Source: an optimization exercise on an open RTL-to-GDS flow (aim: small area, a short achievable clock period and few clock cycles per item). Production flows keep margins and buffers that such runs may drop.
The RTL was checked by simulation tests, not by an equivalence proof against the original design.
Power and IR drop assume default switching activity.

==> flow/design.v (outline; a module is shown in full before it is edited, if it fits) <==
// module chord_mac: 1293 lines
module chord_mac (
    input  wire        clk,
    input  wire        rst,
    input  wire        in_valid,
    output wire        in_ready,
    input  wire [2:0]  in_op,
    input  wire        in_x,
    input  wire [31:0] in_a,
    input  wire [31:0] in_b,
    input  wire        in_frac,
    input  wire        in_wrap,
    input  wire        in_rnd,
    input  wire [1:0]  in_form,
    input  wire [6:0]  in_sh7,
    output reg         out_valid,
    output reg  [71:0] out_data,
    output reg         out_flag
);
  // ...
==> flow/run.sh <==
#!/bin/bash
# synth_recipe.tcl (not shown) runs the flow's synth.tcl, then flattens the netlist and writes it again
# the make line also repeats each setting of config.mk as NAME=value (left out here)
make -C /OpenROAD-flow-scripts/flow DESIGN_CONFIG=/design/flow/config.mk WORK_HOME=/design/flow/orfs CLKGATE_MAP_FILE= SYNTH_SCRIPT=/design/flow/synth_recipe.tcl finish
==> flow/config.mk <==
export PLATFORM = sky130hd
export DESIGN_NAME = chord_mac
export DESIGN_NICKNAME = chord_mac
export VERILOG_FILES = /design/flow/design.v
export SDC_FILE = /design/flow/constraint.sdc
export NUM_CORES = 4
export LEC_CHECK = 0
export CAP_MARGIN = 20
export CORE_MARGIN = 2
export CORE_UTILIZATION = 40
export SLEW_MARGIN = 20
==> flow/constraint.sdc <==
create_clock -name core_clock -period 22.0 [get_ports {clk}]
set_input_delay 4.4000 -clock core_clock [delete_from_list [all_inputs] [get_ports {clk}]]
set_output_delay 4.4000 -clock core_clock [all_outputs]
set_load 0.01 [all_outputs]
==> parameters.txt, run 1 <==
Parameter                              Value

Synthesis
  Simple logic cell fraction of the synthesized area    0.107
  Async S/R FF share, synth    0
  Synth Area in XOR/XNOR    0.113
  Syn Inst Count    7478
  Post-Syn Nets    8219
  Largest cells by area after synthesis    sky130_fd_sc_hd__dfxtp_1 19%, sky130_fd_sc_hd__fa_1 16%, sky130_fd_sc_hd__a22oi_1 6.8%, sky130_fd_sc_hd__edfxtp_1 6.6%, sky130_fd_sc_hd__xor2_1 6.5%
  List of most frequent post-synthesis cells    778 x sky130_fd_sc_hd__inv_1, 611 x sky130_fd_sc_hd__dfxtp_1, 597 x sky130_fd_sc_hd__a22oi_1

Clock tree
  Clock latency reported for the late side of the worst-skew pair    0.71 ns
  Number of CTS-inserted buffers    89
  Count of cells resized by post-cts repair    0
  CTS tree    built

Timing
  Worst slew margin    0.193
  Final count of hold timing violations    0
  Worst setup margin    15.99 ns
  Final TNS setup    0 ns

Detailed routing
  Met1 wire length    95200 um
  DRC errors left    0

Floorplan
  Total Die Area    0.168 mm2
  Initial Utilization    0.401
  Number of primary I/O pins    158
  Standard-cell row count    149

Setup path
  Source of the worst register-to-register timing path    ga1
  Maximum cell stage delay along the critical path    0.60 ns
  Depth of the worst register-to-register path    18
  Critical register-to-register path endpoint    r2[70]

Pwr
  Combinational fraction of design power    0.690
  Power group with the largest share    combinational logic
  Clock network power    1540 uW
  Register share of total power    0.201

Layout
  Register area    0.0166 mm2
  Buffers excl. clock    285

Placed design
  Post-place setup slack    15.77 ns
  Placed insts    9272

Hold path
  Worst hold path endpoint    oz3

Global routing
  Met2 routing resource usage after global routing    0.481
  Global-route wire length before repair    375000 um
  GR Util met1    0.355

Outcome
  Status  no timing/DRC/antenna violations
Testbench counts, summed over its fixed seeds: cycles 24,048, items 24,000.
==> run 2, diff against run 1 <==
--- a/flow/design.v
+++ b/flow/design.v
@@ -22,17 +22,17 @@
     localparam [2:0] OP_CLRX = 3'd3;
     localparam [2:0] OP_LDX  = 3'd4;
     localparam [2:0] OP_EXT  = 3'd5;
     assign in_ready = 1'b1;
     genvar gi;
     wire i_msu = (in_op == OP_MSU);
     wire i_ldx = (in_op == OP_LDX);
     reg        v0, x0, mpy0, mac0, msu0, ext0, clr0, ldx0;
-    reg        frac0, wrap0, rnd0, spec0;
+    reg        wrap0, rnd0, spec0;
     reg [1:0]  form0;
     reg [6:0]  sh0;
     reg [32:0] ma0;                  
     reg [15:0] one0, two0, neg0;     
     always @(posedge clk) begin
         v0    <= in_valid & ~rst;
         x0    <= in_x;
         mpy0  <= (in_op == OP_MPY);
@@ -40,53 +40,56 @@
         msu0  <= i_msu;
         ext0  <= (in_op == OP_EXT);
         clr0  <= (in_op == OP_CLRX);
         ldx0  <= i_ldx;
         wrap0 <= in_wrap;
         rnd0  <= in_rnd;
         form0 <= in_form;
         sh0   <= in_sh7;
-        frac0 <= in_frac;
-        ma0   <= in_frac ? {in_a, 1'b0} : {in_a[31], in_a};
-        spec0 <= in_frac & (in_a == 32'h8000_0000) & (in_b == 32'h8000_0000);
+        ma0   <= i_ldx ? {in_b, 1'b0} : in_frac ? {in_a, 1'b0} : {in_a[31], in_a};
+        spec0 <= in_frac & ~i_ldx & (in_a == 32'h8000_0000) & (in_b == 32'h8000_0000);
     end
     generate
         for (gi = 0; gi < 16; gi = gi + 1) begin : g_benc
             wire bh = in_b[2*gi+1];
             wire bm = in_b[2*gi];
             wire bl = (gi == 0) ? 1'b0 : in_b[2*gi-1];
             always @(posedge clk) begin
-                one0[gi] <= bm ^ bl;
-                two0[gi] <= (bh & ~bm & ~bl) | (~bh & bm & bl);
-                neg0[gi] <= bh ^ i_msu;
+                one0[gi] <= i_ldx ? in_a[gi]    : bm ^ bl;
+                two0[gi] <= i_ldx ? in_a[16+gi] : (bh & ~bm & ~bl) | (~bh & bm & bl);
+                neg0[gi] <= ~i_ldx & (bh ^ i_msu);
             end
         end
     endgenerate
+    wire [31:0] al   = {two0, one0};
+    wire [15:0] onee = one0 & {16{~ldx0}};
+    wire [15:0] twoe = (two0 & {16{~ldx0}}) | {ldx0, 15'd0};
     wire [33:0] ma1 = {ma0[32], ma0};
     wire [33:0] ma2 = {ma0, 1'b0};
     wire [16*34-1:0] ppf;
     generate
         for (gi = 0; gi < 16; gi = gi + 1) begin : g_pp
-            wire [33:0] pp = (({34{one0[gi]}} & ma1) | ({34{two0[gi]}} & ma2)) ^ {34{neg0[gi]}};
+            wire [33:0] pp = (({34{onee[gi]}} & ma1) | ({34{twoe[gi]}} & ma2)) ^ {34{neg0[gi]}};
             assign ppf[gi*34 +: 34] = {~pp[33], pp[32:0]};
         end
     endgenerate
     wire specm = spec0 & ~msu0;
-    wire [30:0] xr;
+    wire [31:0] xr;
     generate
         for (gi = 0; gi < 30; gi = gi + 1) begin : g_xr
             if (gi % 2 == 0) begin : ev
-                assign xr[gi] = neg0[gi/2] | specm;
+                assign xr[gi] = neg0[gi/2] | specm | (ldx0 & al[gi]);
             end else begin : od
-                assign xr[gi] = specm;
+                assign xr[gi] = specm | (ldx0 & al[gi]);
             end
         end
     endgenerate
-    assign xr[30] = neg0[15] & ~specm;
+    assign xr[30] = (neg0[15] & ~specm) | (ldx0 & al[30]);
+    assign xr[31] = ldx0 & al[31];
     wire [72:0] ps, pc;
     wire dd1 = ppf[24] ^ ppf[56];
     wire dd2 = ppf[24] & ppf[56];
     wire dd3 = ppf[25] ^ ppf[57] ^ ppf[89];
     wire dd4 = (ppf[25] & ppf[57]) | (ppf[25] & ppf[89]) | (ppf[57] & ppf[89]);
     wire dd5 = ppf[26] ^ ppf[58] ^ ppf[90];
     wire dd6 = (ppf[26] & ppf[58]) | (ppf[26] & ppf[90]) | (ppf[58] & ppf[90]);
     wire dd7 = ppf[122] ^ ppf[154];
@@ -116,18 +119,18 @@
     wire dd31 = ppf[318] ^ ppf[350];
     wire dd32 = ppf[318] & ppf[350];
     wire dd33 = ppf[31] ^ ppf[63] ^ ppf[95];
     wire dd34 = (ppf[31] & ppf[63]) | (ppf[31] & ppf[95]) | (ppf[63] & ppf[95]);
     wire dd35 = ppf[127] ^ ppf[159] ^ ppf[191];
     wire dd36 = (ppf[127] & ppf[159]) | (ppf[127] & ppf[191]) | (ppf[159] & ppf[191]);
     wire dd37 = ppf[223] ^ ppf[255] ^ ppf[287];
     wire dd38 = (ppf[223] & ppf[255]) | (ppf[223] & ppf[287]) | (ppf[255] & ppf[287]);
-    wire dd39 = ppf[319] ^ ppf[351];
-    wire dd40 = ppf[319] & ppf[351];
+    wire dd39 = ppf[319] ^ ppf[351] ^ ppf[383];
+    wire dd40 = (ppf[319] & ppf[351]) | (ppf[319] & ppf[383]) | (ppf[351] & ppf[383]);
     wire dd41 = ppf[32] ^ ppf[64] ^ ppf[96];
     wire dd42 = (ppf[32] & ppf[64]) | (ppf[32] & ppf[96]) | (ppf[64] & ppf[96]);
     wire dd43 = ppf[128] ^ ppf[160] ^ ppf[192];
     wire dd44 = (ppf[128] & ppf[160]) | (ppf[128] & ppf[192]) | (ppf[160] & ppf[192]);
     wire dd45 = ppf[224] ^ ppf[256] ^ ppf[288];
     wire dd46 = (ppf[224] & ppf[256]) | (ppf[224] & ppf[288]) | (ppf[256] & ppf[288]);
     wire dd47 = ppf[320] ^ ppf[352];
     wire dd48 = ppf[320] & ppf[352];
@@ -262,20 +265,20 @@
     wire dd177 = ppf[382] ^ ppf[414] ^ ppf[446];
     wire dd178 = (ppf[382] & ppf[414]) | (ppf[382] & ppf[446]) | (ppf[414] & ppf[446]);
     wire dd179 = ppf[478] ^ ppf[510] ^ xr[30];
     wire dd180 = (ppf[478] & ppf[510]) | (ppf[478] & xr[30]) | (ppf[510] & xr[30]);
     wire dd181 = dd25 ^ dd27 ^ dd29;
     wire dd182 = (dd25 & dd27) | (dd25 & dd29) | (dd27 & dd29);
     wire dd183 = dd31 ^ dd20 ^ dd22;
     wire dd184 = (dd31 & dd20) | (dd31 & dd22) | (dd20 & dd22);
-    wire dd185 = ppf[383] ^ ppf[415] ^ ppf[447];
-    wire dd186 = (ppf[383] & ppf[415]) | (ppf[383] & ppf[447]) | (ppf[415] & ppf[447]);
-    wire dd187 = ppf[479] ^ ppf[511] ^ dd33;
-    wire dd188 = (ppf[479] & ppf[511]) | (ppf[479] & dd33) | (ppf[511] & dd33);
+    wire dd185 = ppf[415] ^ ppf[447] ^ ppf[479];
+    wire dd186 = (ppf[415] & ppf[447]) | (ppf[415] & ppf[479]) | (ppf[447] & ppf[479]);
+    wire dd187 = ppf[511] ^ xr[31] ^ dd33;
+    wire dd188 = (ppf[511] & xr[31]) | (ppf[511] & dd33) | (xr[31] & dd33);
     wire dd189 = dd35 ^ dd37 ^ dd39;
     wire dd190 = (dd35 & dd37) | (dd35 & dd39) | (dd37 & dd39);
     wire dd191 = dd26 ^ dd28 ^ dd30;
     wire dd192 = (dd26 & dd28) | (dd26 & dd30) | (dd28 & dd30);
     wire dd193 = ppf[384] ^ ppf[416] ^ ppf[448];
     wire dd194 = (ppf[384] & ppf[416]) | (ppf[384] & ppf[448]) | (ppf[416] & ppf[448]);
     wire dd195 = ppf[480] ^ ppf[512] ^ dd41;
     wire dd196 = (ppf[480] & ppf[512]) | (ppf[480] & dd41) | (ppf[512] & dd41);
@@ -1070,29 +1073,16 @@
     wire dd985 = ~(dd867 ^ dd866);
     wire dd986 = dd867 | dd866;
     wire dd987 = ppf[509] ^ ppf[541] ^ dd868;
     wire dd988 = (ppf[509] & ppf[541]) | (ppf[509] & dd868) | (ppf[541] & dd868);
     wire dd989 = ~ppf[542];
     wire dd990 = ppf[542];
     assign ps = {1'b1, 1'b1, 1'b1, 1'b1, 1'b1, 1'b1, 1'b1, 1'b1, 1'b1, ppf[543], dd989, dd987, dd985, dd983, dd981, dd979, dd977, dd975, dd973, dd971, dd969, dd967, dd965, dd963, dd961, dd959, dd957, dd955, dd953, dd951, dd949, dd947, dd945, dd943, dd941, dd939, dd937, dd935, dd933, dd931, dd929, dd927, dd925, dd923, dd921, dd919, dd917, dd915, dd913, dd911, dd909, dd907, dd905, dd903, dd901, dd899, dd897, dd895, dd893, dd891, dd889, dd887, dd885, dd883, dd881, dd879, dd877, dd875, dd873, dd871, xr[2], ppf[1], ppf[0]};
     assign pc = {1'b0, 1'b0, 1'b0, 1'b0, 1'b0, 1'b0, 1'b0, 1'b0, 1'b0, dd990, dd988, dd986, dd984, dd982, dd980, dd978, dd976, dd974, dd972, dd970, dd968, dd966, dd964, dd962, dd960, dd958, dd956, dd954, dd952, dd950, dd948, dd946, dd944, dd942, dd940, dd938, dd936, dd934, dd932, dd930, dd928, dd926, dd924, dd922, dd920, dd918, dd916, dd914, dd912, dd910, dd908, dd906, dd904, dd902, dd900, dd898, dd896, dd894, dd892, dd890, dd888, dd886, dd884, dd882, dd880, dd878, dd876, dd874, dd872, dd870, dd869, xr[1], xr[0]};
-    wire [31:0] bldx;
-    generate
-        for (gi = 0; gi < 16; gi = gi + 1) begin : g_bldx
-            assign bldx[2*gi+1] = neg0[gi];
-            if (gi == 0) begin : b0
-                assign bldx[0] = one0[0];
-            end else begin : bn
-                assign bldx[2*gi] = one0[gi] ^ neg0[gi-1];
-            end
-        end
-    endgenerate
-    wire [31:0] aldx = frac0 ? ma0[32:1] : ma0[31:0];
-    wire [72:0] ldv  = {{9{bldx[31]}}, bldx, aldx};
     reg        v1, x1, mpy1, mac1, msu1, ext1, clr1, ldx1, wrap1, rnd1, flt1, w641, k321, ci1;
     reg        ga1, gb1;
     reg [6:0]  sh1;
     reg [72:0] s1, c1;
     reg        ha, hb, za, zb;
     wire       t2a = v1 & ~x1 & ~ext1;
     wire       t2b = v1 &  x1 & ~ext1;
     wire       za_n = rst | (t2a ? clr1 : za);
@@ -1106,73 +1096,52 @@
         ext1  <= ext0;
         clr1  <= clr0;
         ldx1  <= ldx0;
         wrap1 <= wrap0;
         rnd1  <= rnd0;
         flt1  <= ext0 & (form0 == 2'b11);
         w641  <= (form0 == 2'b10);
         ci1   <= spec0 & msu0;
-        ga1   <= (mac0 | msu0) & ~x0 & ~za_n;
-        gb1   <= (mac0 | msu0) &  x0 & ~zb_n;
+        ga1   <= (mac0 | msu0 | ext0) & ~x0 & ~za_n;
+        gb1   <= (mac0 | msu0 | ext0) &  x0 & ~zb_n;
         k321  <= (form0 == 2'b01);
         sh1   <= sh0;
-        s1    <= ldx0 ? ldv : ps;
-        c1    <= ldx0 ? 73'd0 : pc;
+        s1    <= ps;
+        c1    <= pc;
     end
     reg [71:0] xa, xb;
     wire [72:0] base = ({73{ga1}} & {xa[71], xa}) | ({73{gb1}} & {xb[71], xb});
     wire [72:0] t_s  = base ^ s1 ^ c1;
     wire [72:0] t_c  = (base & s1) | (base & c1) | (s1 & c1);
     wire [72:0] sum  = t_s + {t_c[71:0], ci1};
     wire        ovf  = sum[72] ^ sum[71];
-    wire [71:0] accr = x1 ? xb : xa;
+    wire [71:0] accr = base[71:0];       
     wire        hold = x1 ? hb : ha;
-    wire        zsel = x1 ? zb : za;
     wire        mm   = mac1 | msu1;
     wire        wrt  = v1 & (mpy1 | ldx1 | (mm & ~hold));
     always @(posedge clk) begin
         if (wrt & ~x1) xa <= sum[71:0];
         if (wrt &  x1) xb <= sum[71:0];
         za <= za_n;
         zb <= zb_n;
         if (rst) begin
             ha <= 1'b0; hb <= 1'b0;
         end else begin
             if (t2a & ~(mm & ha)) ha <= mm & ovf & ~wrap1;
             if (t2b & ~(mm & hb)) hb <= mm & ovf & ~wrap1;
         end
     end
     wire        sgs  = ~accr[71];
     wire [71:0] acce = hold ? {sgs, {71{~sgs}}} : accr;
-    reg        v2, ext2, flt2, w642, k322, rnd2, oz2, flag2, sat2, satn2;
-    reg [6:0]  sh2;
-    reg [71:0] r2;
-    always @(posedge clk) begin
-        v2    <= v1 & ~rst;
-        ext2  <= ext1;
-        flt2  <= flt1;
-        w642  <= w641;
-        rnd2  <= rnd1;
-        oz2   <= ext1 ? zsel : clr1;
-        flag2 <= mm & ~hold & ovf;
-        sat2  <= mm & (hold | (ovf & ~wrap1));
-        satn2 <= hold ? sgs : sum[72];
-        k322  <= k321;
-        sh2   <= sh1;
-        r2    <= ext1 ? acce : sum[71:0];
-    end
-    wire        sgn  = r2[71];
-    wire        fneg = flt2 & sgn;
-    wire [71:0] oc   = r2 ^ {72{fneg}};
-    wire [71:0] mag  = oc + {71'd0, fneg};
-    wire        ez   = (r2 == 72'd0);
-    wire [6:0]  kk   = k322 ? sh2 + 7'd32 : sh2;
+    wire        sgn  = acce[71];
+    wire [71:0] oc   = acce ^ {72{sgn}};
+    wire [6:0]  kk   = k321 ? sh1 + 7'd32 : sh1;
     wire [6:0]  sint = kk + 7'd23;
-    wire [6:0]  qq   = kk + (w642 ? 7'd64 : 7'd32);    
+    wire [6:0]  qq   = kk + (w641 ? 7'd64 : 7'd32);    
     wire [127:0] lzin = {56'd0, oc};
     wire [8*128-1:0]   lv;
     wire [8*128*7-1:0] lp;
     genvar gl, gn;
     generate
         for (gn = 0; gn < 128; gn = gn + 1) begin : g_l0
             assign lv[gn] = lzin[gn];
             assign lp[gn*7 +: 7] = 7'd0;
@@ -1188,44 +1157,39 @@
             end
             for (gn = (128 >> gl); gn < 128; gn = gn + 1) begin : g_lz
                 assign lv[gl*128 + gn] = 1'b0;
                 assign lp[(gl*128 + gn)*7 +: 7] = 7'd0;
             end
         end
     endgenerate
     wire [6:0] msb = lp[(7*128)*7 +: 7];
-    wire [71:0] dsg = r2 ^ {72{sgn}};
-    wire [71:0] gem;
-    generate
-        for (gn = 0; gn < 72; gn = gn + 1) begin : g_gem
-            assign gem[gn] = (qq <= gn);
-        end
-    endgenerate
-    wire hibad = |(dsg & gem);
+    wire       lzv = lv[7*128];
+    wire hibad = lzv & (msb >= qq);
+    wire ez    = ~lzv & ~sgn;
     reg        v2b, ext2b, flt2b, w642b, rnd2b, sgn2b, oz2b, flag2b, hib2b, sat2b, satn2b;
     reg [6:0]  s2b, sh2b;
     reg [71:0] r2b;
     always @(posedge clk) begin
-        v2b    <= v2 & ~rst;
-        ext2b  <= ext2;
-        flt2b  <= flt2;
-        w642b  <= w642;
-        rnd2b  <= rnd2;
+        v2b    <= v1 & ~rst;
+        ext2b  <= ext1;
+        flt2b  <= flt1;
+        w642b  <= w641;
+        rnd2b  <= rnd1;
         sgn2b  <= sgn;
-        oz2b   <= oz2 | (ext2 & ez);
-        flag2b <= flag2;
+        oz2b   <= ext1 ? ez : clr1;
+        flag2b <= mm & ~hold & ovf;
         hib2b  <= hibad;
-        sat2b  <= sat2;
-        satn2b <= satn2;
-        s2b    <= ext2 ? (flt2 ? msb : sint) : 7'd23;
-        sh2b   <= sh2;
-        r2b    <= mag;
+        sat2b  <= mm & (hold | (ovf & ~wrap1));
+        satn2b <= hold ? sgs : sum[72];
+        s2b    <= ext1 ? (flt1 ? msb : sint) : 7'd23;
+        sh2b   <= sh1;
+        r2b    <= ext1 ? acce : sum[71:0];
     end
-    wire        fill = sgn2b & ~flt2b;
+    wire        fill = sgn2b;
     wire [96:0] wv   = {fill, r2b, 24'd0};
     wire [96:0] us   = $signed(wv) >>> s2b;
     wire [71:0] lm;
     generate
         for (gn = 0; gn < 72; gn = gn + 1) begin : g_lm
             assign lm[gn] = (s2b >= gn + 25);
         end
     endgenerate
@@ -1245,19 +1209,21 @@
         hib3  <= hib2b;
         sat3  <= sat2b;
         satn3 <= satn2b;
         st3   <= |(r2b & lm);
         e3    <= {1'b0, s2b} + 8'd127 - {sh2b[6], sh2b};
         u3    <= us[66:0];
         rh3   <= r2b[71:66];
     end
+    wire        finv = flt3 & sgn3;
     wire        g    = u3[0];
-    wire        up   = ext3 & (flt3 ? (g & (st3 | u3[1])) : (rnd3 & g & (st3 | ~sgn3)));
-    wire [65:0] vr   = u3[66:1] + {65'd0, up};
+    wire        upf  = finv ? (~g | (~st3 & ~u3[1])) : (g & (st3 | u3[1]));
+    wire        up   = ext3 & (flt3 ? upf : (rnd3 & g & (st3 | ~sgn3)));
+    wire [65:0] vr   = {u3[66:26], u3[25:1] ^ {25{finv}}} + {65'd0, up};
     wire vW   = w643 ? vr[64] : vr[32];
     wire vW1  = w643 ? vr[63] : vr[31];
     wire satp = ~sgn3 & (hib3 | vW | vW1);
     wire satq =  sgn3 & (hib3 | (vW & ~vW1));
     wire isat = satp | satq;
     wire [31:0] lo_sat = satp ? (w643 ? 32'hFFFF_FFFF : 32'h7FFF_FFFF) : (w643 ? 32'h0000_0000 : 32'h8000_0000);
     wire [31:0] hi_sat = satp ? 32'h7FFF_FFFF : 32'h8000_0000;
     wire [31:0] ilo    = isat ? lo_sat : vr[31:0];
==> flow/flow/run.sh (new file) <==
#!/bin/bash
set -euo pipefail
bash standard.sh SETUP_SLACK_MARGIN=16.5 "BUFFER_PORTS_ARGS=-buffer_cell sky130_fd_sc_hd__buf_2" finish > standard_flow.log 2>&1
==> flow/standard.sh (new file) <==
#!/bin/bash
# synth_recipe.tcl (not shown) runs the flow's synth.tcl, then flattens the netlist and writes it again
# the make line also repeats each setting of config.mk as NAME=value (left out here)
make -C /OpenROAD-flow-scripts/flow DESIGN_CONFIG=/design/flow/config.mk WORK_HOME=/design/flow/orfs CLKGATE_MAP_FILE= SYNTH_SCRIPT=/design/flow/synth_recipe.tcl "${@:-finish}"
==> flow/config.mk (replaced) <==
export PLATFORM = sky130hd
export DESIGN_NAME = chord_mac
export DESIGN_NICKNAME = chord_mac
export VERILOG_FILES = /design/flow/design.v
export SDC_FILE = /design/flow/constraint.sdc
export NUM_CORES = 4
export LEC_CHECK = 0
export CAP_MARGIN = 20
export CORE_MARGIN = 2
export CORE_UTILIZATION = 40
export CTS_CLUSTER_DIAMETER = 100
export CTS_CLUSTER_SIZE = 24
export SLEW_MARGIN = 20
removed: flow/run.sh
==> run 2 against run 1 <==
  * Critical endpoint is now out_data[31]
  * Clock skew increased by 0.042 ns
  * Highest routed layer is now met4
  * Synthesized area shrank 9.7%
  * Design area shrank 12%
  * Still clean on timing, DRC and antenna
  * Critical path type unchanged
  * Flip-flop and latch count shrank 91
  * Synthesized cell count down 11%
  * Clock power decreased by 43%
  * Largest cell class unchanged
  * Sequential power fell by 15%
==> parameters.txt, run 2 <==
Parameter                              Value

Setup path
  Worst setup slack for register-to-register paths    16.68 ns (was 16.18 ns)
  Critical path class    reg2out (unchanged)
  Maximum fanout count along the critical path    1 (unchanged)
  Data required time at the worst endpoint    17.60 ns (about the same)
  CP Launch Type    flip-flop (unchanged)
  Delay-heaviest family, CP    flip-flops (was buffers and inverters)
  Critical Path End    out_data[31] (was out_data[26])
  Worst path arrival time    1.14 ns (was 1.61 ns)
  Critical Path Start    out_data[31] (was out_data[26])
  Crit-path cells    buf_6 (was clkdlybuf4s50_1)
  Source of the worst register-to-register timing path    ldx0 (was ga1)
  Count of buffering cells on the critical path with inverters included    1 (unchanged)
  CP Capture Type    output pin (unchanged)
  Depth of the worst register-to-register path    15 (was 18)
  Path length in cells of the critical path    1 (unchanged)
  Maximum cell stage delay along the critical path    0.34 ns (was 0.60 ns)
  Cell with the biggest individual delay on the critical path    sky130_fd_sc_hd__dfxtp_2 (was sky130_fd_sc_hd__clkdlybuf4s50_1)
  Critical register-to-register path endpoint    s1[32] (was r2[70])

Floorplan
  Floorplan die height    390 um (was 410 um)
  Standard-cell row count    141 (was 149)
  Initial Utilization    0.403 (was 0.401)
  Area of the placeable core    0.148 mm2 (was 0.164 mm2)
  Number of primary I/O pins    158 (unchanged)
  Die outline width    390 um (was 410 um)
  Total Die Area    0.152 mm2 (was 0.168 mm2)

Placed design
  Global placement routability congestion    0.966 (was 1.00)
  Buffers added on ports    156 (unchanged)
  Detailed-placement wirelength estimate    147000 um (was 173000 um)
  Post-place setup slack    15.34 ns (was 15.77 ns)

Synthesis
  Prevailing post-synth register cell    sky130_fd_sc_hd__dfxtp_1 (unchanged)
  Yosys reg bits    664 (was 755)
  EDFF count, synth    144 (unchanged)
  Syn Inst Count    6667 (was 7478)
  Async S/R FF share, synth    0 (unchanged)
  Per-instance average area after synthesis    8.93 um2 (was 8.82 um2)
  Portion of synthesized cell area occupied by the leading cell type    0.175 (was 0.185)
  Largest cells by area after synthesis    sky130_fd_sc_hd__dfxtp_1 17%, sky130_fd_sc_hd__fa_1 17%, sky130_fd_sc_hd__edfxtp_1 7.3%, sky130_fd_sc_hd__a22oi_1 7.2%, sky130_fd_sc_hd__xor2_1 6.1% (was sky130_fd_sc_hd__dfxtp_1 19%, sky130_fd_sc_hd__fa_1 16%, sky130_fd_sc_hd__a22oi_1 6.8%, sky130_fd_sc_hd__edfxtp_1 6.6%, sky130_fd_sc_hd__xor2_1 6.5%)
  Yosys warning count    1 (unchanged)
  Post-Syn Nets    7400 (was 8219)
  Top cell type by total area after synthesis    sky130_fd_sc_hd__dfxtp_1 (unchanged)
  List of most frequent post-synthesis cells    741 x sky130_fd_sc_hd__inv_1, 574 x sky130_fd_sc_hd__a22oi_1, 535 x sky130_fd_sc_hd__nand2_1 (was 778 x sky130_fd_sc_hd__inv_1, 611 x sky130_fd_sc_hd__dfxtp_1, 597 x sky130_fd_sc_hd__a22oi_1)
  Cell with the most instances after synthesis    sky130_fd_sc_hd__inv_1 (unchanged)
  Netlist Area Pre-Place    0.0596 mm2 (was 0.0659 mm2)
  Share of the yosys chip area belonging to registers    0.247 (was 0.251)
  Number of distinct library cells after synthesis    101 (was 90)

Global routing
  Global route total overflow    0 (unchanged)
  Total Routing Usage GR    0.268 (was 0.294)
  Pin count of the biggest net entering global routing    124 (was 87)
  Global-route wire length before repair    314000 um (was 375000 um)
  Via count of the first global-routing pass    50232 (was 57915)
  Initial antenna violation count    2 (was 5)

Timing
  Tcrit/Tclk final    0.252 (was 0.273)
  Final TNS setup    0 ns (unchanged)
  Final count of hold timing violations    0 (unchanged)
  Worst slew margin    0.197 (was 0.193)
  Fmax    181 MHz (was 166 MHz)
  Slew at the pin with the worst max-slew slack    1.20 ns (about the same)
  Unrepaired setup endpoints after global routing    true (was false)
  Clock Skews    0.0664 ns (was 0.0246 ns)
  Setup violations, final    0 (unchanged)
  Time the final worst path needs with I/O delays and setup    5.54 ns (was 6.01 ns)
  Final Max Slew Viols    0 (unchanged)
  Worst setup margin    16.46 ns (was 15.99 ns)

Pwr
  Largest voltage drop on the vdd net    0.205 mV (was 0.221 mV)
  Total power divided by cell area    191 mW/mm2 (was 196 mW/mm2)
  Leak pwr    0.0262 uW (was 0.0298 uW)

Clock tree
  Number of buffers added to fix hold violations after cts    0 (unchanged)
  Number of CTS-inserted buffers    41 (was 89)
  Buffer type at the clock tree root    sky130_fd_sc_hd__clkbuf_16 (unchanged)
  Clk buf depth    3 (unchanged)
  Clock sinks    664 (was 755)
  Clock latency reported for the late side of the worst-skew pair    0.68 ns (was 0.71 ns)
  Number of H-tree branching levels    2 (was 3)
  CTS tree    built (unchanged)
  Clock slew at the register clock pins of the worst setup and hold paths    0.09 ns (was 0.06 ns)

Detailed routing
  DRC errors left    0 (unchanged)
  Count of routing violations after the opening detailed-route iteration    5117 (was 5856)
  Routed Antenna Nets    0 (unchanged)
  DRT Wirelength    208000 um (was 252000 um)
  Wire length per cell after detailed routing    24.8 um (was 26.7 um)
  Total vias in the final route    49999 (was 56884)
  Count of TritonRoute iterations in the first routing pass    6 (was 8)
  Via/cell ratio    5.98 (was 6.03)

Layout
  Filler cell count in the final layout    14599 (was 16083)
  Commonest cells after routing, fill and taps aside    738 x sky130_fd_sc_hd__inv_1, 572 x sky130_fd_sc_hd__a22oi_1, 533 x sky130_fd_sc_hd__nand2_1 (was 777 x sky130_fd_sc_hd__inv_1, 597 x sky130_fd_sc_hd__a22oi_1, 576 x sky130_fd_sc_hd__dfxtp_1)
  Ratio of cells with drive above 1 in the final layout    0.101 (was 0.0727)
  Leading cell type in the layout, fill and taps excluded    sky130_fd_sc_hd__inv_1 (unchanged)
  Count of nets after finishing    7135 (was 7915)
  Layout overhead on the synthesized area    6.44% (was 8.90%)
  Register area    0.0148 mm2 (was 0.0166 mm2)
  Footprint of the multi-input gates    0.0401 mm2 (was 0.0439 mm2)

Outcome
  Status  no timing/DRC/antenna violations (unchanged)

Job
  Number of max-cap violations    0 (unchanged)

Hold path
  Worst hold-check path type    reg2reg (unchanged)
run 2: final cells by class:
type | instances | area share
diodes | 4 | 0.000158
clock buffers | 50 | 0.0169
clock inverters | 20 | 0.00527
inverters | 744 | 0.0441
multi-input cells | 4689 | 0.632
flip-flops and latches | 664 | 0.234
well taps | 1930 | 0.0381
repair buffers | 262 | 0.0291
run 2: power breakdown:
group / leakage (uW) / total, uW / switching, uW / internal [uW]
clock network: 0.000672 / 878 / 490 / 388
registers: 0.00567 / 2410 / 397 / 2010
logic: 0.0199 / 8850 / 5350 / 3500
total: 0.0262 / 12100 / 6240 / 5900
run 2: metrics by stage:
stage               total power (uW)  utilization  instance area, um2  hold WS, ns  instances
floorplan                       7970            -               59600        0.310       6667
global placement               10900        0.416               61500        0.312       8284
detailed placement             11100        0.416               61500        0.312       8284
CTS                            12000        0.427               63100        0.287       8354
global route                   13300        0.429               63400        0.294       8359
finish                         12100        0.429               63400        0.289       8363
run 2: worst min-delay path by stage:
stage,startpoint,to,slack (ns),cells past startpoint
global route,sh0[1],sh1[1],0.29,0
finish,sh0[4],sh1[4],0.29,0
CTS,sh0[4],sh1[4],0.29,0
global placement,clr0,clr1,0.31,0
floorplan,clr0,clr1,0.31,0
detailed placement,clr0,clr1,0.31,0
run 2: cell families after synthesis:
family / Yosys count / synth area share
XOR/XNOR: 732 / 0.108
multiplexers: 285 / 0.0636
AO/OA/AOI/OAI: 1719 / 0.192
other: 1 / 0.0000630
buffers and inverters: 1314 / 0.0838
AND/OR/NAND/NOR: 1301 / 0.103
adder cells (fa/ha/maj): 651 / 0.202
flip-flops: 664 / 0.247
run 2: metal layers:
layer / vias to the layer above / GRT usage / wire length (um)
met1: 24456 / 0.345 / 83200
met2: 2714 / 0.435 / 94900
li1: 22224 / - / -
met4: 0 / 0.128 / 11200
met5: - / 0 / 0
met3: 605 / 0.0461 / 18300
run 2: repair_timing:
| item | CTS | global route |
|---|---|---|
| cloned | 0 | 1 |
| gates resized for setup | 52 | 44 |
| buffers inserted | 0 | 4 |
| endpoints found under the setup margin | 226 | 247 |
Testbench counts of run 2, summed over its fixed seeds: cycles 24,040, items 24,000.
==> run 3, diff against run 2 <==
==> flow/run.sh (new file) <==
#!/bin/bash
# synth_recipe.tcl (not shown) runs the flow's synth.tcl, then flattens the netlist and writes it again
# the make line also repeats each setting of config.mk as NAME=value (left out here)
make -C /OpenROAD-flow-scripts/flow DESIGN_CONFIG=/design/flow/config.mk WORK_HOME=/design/flow/orfs CLKGATE_MAP_FILE= SYNTH_SCRIPT=/design/flow/synth_recipe.tcl finish
removed: flow/flow/run.sh
removed: flow/standard.sh
==> run 3 against run 2 <==
  * Sequential power barely moved
  * Design area rose by 0.58%
  * Final cell count barely moved
  * Critical path type is now in2reg
  * Largest cell class unchanged
==> parameters.txt, run 3 <==
Parameter                              Value

Layout
  Commonest cells after routing, fill and taps aside    739 x sky130_fd_sc_hd__inv_1, 574 x sky130_fd_sc_hd__a22oi_1, 534 x sky130_fd_sc_hd__nand2_1 (was 738 x sky130_fd_sc_hd__inv_1, 572 x sky130_fd_sc_hd__a22oi_1, 533 x sky130_fd_sc_hd__nand2_1)
  Leading cell type in the layout, fill and taps excluded    sky130_fd_sc_hd__inv_1 (unchanged)
  Layout overhead on the synthesized area    7.06% (was 6.44%)
  Count of nets after finishing    7130 (was 7135)
  Ratio of cells with drive above 1 in the final layout    0.0692 (was 0.101)

Floorplan
  Initial Utilization    0.403 (unchanged)
  Area of the placeable core    0.148 mm2 (unchanged)
  Die outline width    390 um (unchanged)
  Standard-cell row count    141 (unchanged)
  Number of primary I/O pins    158 (unchanged)
  Floorplan die height    390 um (unchanged)
  Total Die Area    0.152 mm2 (unchanged)

Timing
  Unrepaired setup endpoints after global routing    false (was true)
  Fmax    159 MHz (was 181 MHz)
  Slew at the pin with the worst max-slew slack    1.25 ns (was 1.20 ns)
  Clock Skews    0.0531 ns (was 0.0664 ns)
  Time the final worst path needs with I/O delays and setup    6.28 ns (was 5.54 ns)
  Worst slew margin    0.167 (was 0.197)
  Final count of hold timing violations    0 (unchanged)
  Tcrit/Tclk final    0.286 (was 0.252)
  Final Max Slew Viols    0 (unchanged)
  Setup violations, final    0 (unchanged)
  Final TNS setup    0 ns (unchanged)
  WHS    0.310 ns (was 0.289 ns)

Synthesis
  Number of distinct library cells after synthesis    101 (unchanged)
  Cell with the most instances after synthesis    sky130_fd_sc_hd__inv_1 (unchanged)
  Netlist Area Pre-Place    0.0596 mm2 (unchanged)
  List of most frequent post-synthesis cells    741 x sky130_fd_sc_hd__inv_1, 574 x sky130_fd_sc_hd__a22oi_1, 535 x sky130_fd_sc_hd__nand2_1 (unchanged)
  Syn Inst Count    6667 (unchanged)
  Yosys reg bits    664 (unchanged)
  Post-Syn Nets    7400 (unchanged)
  Share of the yosys chip area belonging to registers    0.247 (unchanged)
  Top cell type by total area after synthesis    sky130_fd_sc_hd__dfxtp_1 (unchanged)
  Prevailing post-synth register cell    sky130_fd_sc_hd__dfxtp_1 (unchanged)
  Yosys warning count    1 (unchanged)
  Largest cells by area after synthesis    sky130_fd_sc_hd__dfxtp_1 17%, sky130_fd_sc_hd__fa_1 17%, sky130_fd_sc_hd__edfxtp_1 7.3%, sky130_fd_sc_hd__a22oi_1 7.2%, sky130_fd_sc_hd__xor2_1 6.1% (unchanged)
  Per-instance average area after synthesis    8.93 um2 (unchanged)
  EDFF count, synth    144 (unchanged)
  Async S/R FF share, synth    0 (unchanged)
  Portion of synthesized cell area occupied by the leading cell type    0.175 (unchanged)

Pwr
  NetSw    6150 uW (was 6240 uW)
  Total power divided by cell area    188 mW/mm2 (was 191 mW/mm2)
  Internal power    5860 uW (was 5900 uW)
  Combinational fraction of design power    0.728 (was 0.729)
  Total power    12000 uW (was 12100 uW)
  Net switching share of the total power    0.512 (was 0.514)
  Largest voltage drop on the vdd net    0.175 mV (was 0.205 mV)
  Clock network fraction of total power    0.072 (about the same)
  Register share of total power    0.200 (was 0.199)
  Leak pwr    0.0261 uW (was 0.0262 uW)

Job
  Number of max-cap violations    0 (unchanged)

Setup path
  Data required time at the worst endpoint    22.56 ns (was 17.60 ns)
  Count of buffering cells on the critical path with inverters included    3 (was 1)
  Cell mode on critical path    sky130_fd_sc_hd__buf_4
  Delay-heaviest family, CP    buffers and inverters (was flip-flops)
  Maximum cell stage delay along the critical path    0.82 ns (was 0.34 ns)
  Worst setup slack for register-to-register paths    15.72 ns (was 16.68 ns)
  Cell with the biggest individual delay on the critical path    sky130_fd_sc_hd__buf_4 (was sky130_fd_sc_hd__dfxtp_2)
  Critical register-to-register path endpoint    hib2b (was s1[32])
  Depth of the worst register-to-register path    22 (was 15)
  Crit-path cells    clkdlybuf4s50_1 > nor3b_2 > buf_4 > buf_4 > mux2_2 (was buf_6)
  Source of the worst register-to-register timing path    gb1 (was ldx0)
  Worst path arrival time    6.84 ns (was 1.14 ns)
  CP Capture Type    flip-flop (was output pin)
  CP Launch Type    input pin (was flip-flop)
  Maximum fanout count along the critical path    123 (was 1)
  Critical path class    in2reg (was reg2out)

Clock tree
  Clk buf depth    3 (unchanged)
  Number of buffers added to fix hold violations after cts    0 (unchanged)
  Clock slew at the register clock pins of the worst setup and hold paths    0.09 ns (about the same)
  Buffer type at the clock tree root    sky130_fd_sc_hd__clkbuf_16 (unchanged)
  Count of cells resized by post-cts repair    0 (was 52)
  CTS tree    built (unchanged)
  Clock sinks    664 (unchanged)
  Number of H-tree branching levels    2 (unchanged)
  Buffers inserted by post-CTS timing repair    0 (unchanged)
  Clock latency reported for the late side of the worst-skew pair    0.67 ns (was 0.68 ns)
  Number of CTS-inserted buffers    42 (was 41)

Placed design
  Global placement routability congestion    0.980 (was 0.966)
  Detailed-placement wirelength estimate    147000 um (about the same)
  Buffers added on ports    156 (unchanged)

Global routing
  Total Routing Usage GR    0.269 (was 0.268)
  Global-route wire length before repair    315000 um (was 314000 um)
  Initial antenna violation count    3 (was 2)
  Pin count of the biggest net entering global routing    124 (unchanged)
  Via count of the first global-routing pass    50196 (was 50232)
  Global route total overflow    0 (unchanged)

Detailed routing
  Wire length per cell after detailed routing    25.1 um (was 24.8 um)
  Count of TritonRoute iterations in the first routing pass    6 (unchanged)
  DRC errors left    0 (unchanged)
  Count of routing violations after the opening detailed-route iteration    5436 (was 5117)
  DRT Wirelength    210000 um (was 208000 um)
  Via/cell ratio    5.99 (was 5.98)
  Total vias in the final route    50060 (was 49999)
  Routed Antenna Nets    0 (unchanged)

Hold path
  Worst hold path endpoint    sh1[1] (was sh1[4])
  Count of cells along the worst hold path    0 (unchanged)
  Worst hold-check path type    reg2reg (unchanged)
  Startpoint of the worst hold path    sh0[1] (was sh0[4])

Outcome
  Status  no timing/DRC/antenna violations (unchanged)
-- run 3: logic make-up (layout without fill, tap and decap cells) --
family,count (synthesis),count (layout),share of synthesized area
and+or+nand+nor,1301,1301,0.103
muxes,285,285,0.0636
DFF,664,664,0.247
AOI/OAI and AO/OA,1719,1719,0.192
buffers and inverters,1314,1073,0.0838
xor gates and xnor gates,732,732,0.108
adders and majority gates,651,651,0.202
other,1,2,0.0000630
-- run 3: per-stage QoR --
step | area, um2 | worst slack, ns | instances | utilization
after floorplan | 59600 | 16.22 | 6667 | -
after global placement | 62300 | 15.07 | 8282 | 0.421
after detailed placement | 62300 | 15.02 | 8283 | 0.421
after CTS | 63700 | 15.74 | 8356 | 0.431
after global routing | 63800 | 15.37 | 8356 | 0.431
final | 63800 | 15.72 | 8357 | 0.431
-- run 3: routing by layer --
metal	track usage	vias up	wire length [um]
met5	0.000957	-	44
met4	0.138	6	12400
met3	0.0526	729	18800
met2	0.439	2717	95600
met1	0.339	24395	82600
li1	-	22213	-
-- run 3: layout make-up --
class,count,area [um2]
flip-flops and latches,664,14800
diodes,1,2.50
multi-input cells,4689,40000
clock buffers,51,1080
clock inverters,22,345
fillers,14490,84100
repair buffers,256,2320
well taps,1930,2410
inverters,744,2790
-- run 3: worst max-delay path by stage --
stage | slack [ns] | start | to | cells past startpoint
final | 15.72 | in_op[2] | one0[0] | 5
after global placement | 15.07 | in_op[2] | one0[0] | 5
after detailed placement | 15.02 | in_op[2] | one0[0] | 5
after floorplan | 16.22 | in_op[0] | ma0[28] | 5
after global routing | 15.37 | gb1 | hib2b | 22
after CTS | 15.74 | in_op[2] | one0[0] | 5
-- run 3: power by group through the flow --
stage | Sequential [uW] | Combinational [uW] | Clock [uW]
floorplan | 2230 | 5740 | 0
global placement | 2420 | 8510 | 0
detailed placement | 2420 | 8680 | 0
CTS | 2390 | 8700 | 897
global route | 2430 | 9860 | 936
finish | 2400 | 8740 | 871

## port drivers added, routing unchanged
How much do the figures lean on ideal ports? The routed layouts below were timed once more, with nothing changed but the port constraints.
Step 1: set_driving_cell puts a clkbuf_16 on clk and a buf_2 on each other input, an assumption about the parent block.
Step 2 moves the port delays by t, midway between the first and last clock arrival at a register: inputs arrive t later, outputs are due t later. That takes back most of the time a late clock gives input paths.
a / b / c = ideal / step 1 / step 2; a / b = the first two.
run	t (ns)	setup slack, ns	latest minus earliest clock arrival (ns)
run 1	0.782	15.994 / 15.913 / 15.782	0.030 / 0.029
run 2	0.728	16.462 / 16.381 / 15.942	0.066 / 0.067
run 3	0.720	15.719 / 15.720 / 15.053	0.054 / 0.053
After both steps setup and hold are still met in every run listed. For run 3, which loses most, drivers alone change the setup slack by +0.001 ns; drivers and shift together by -0.666 ns.
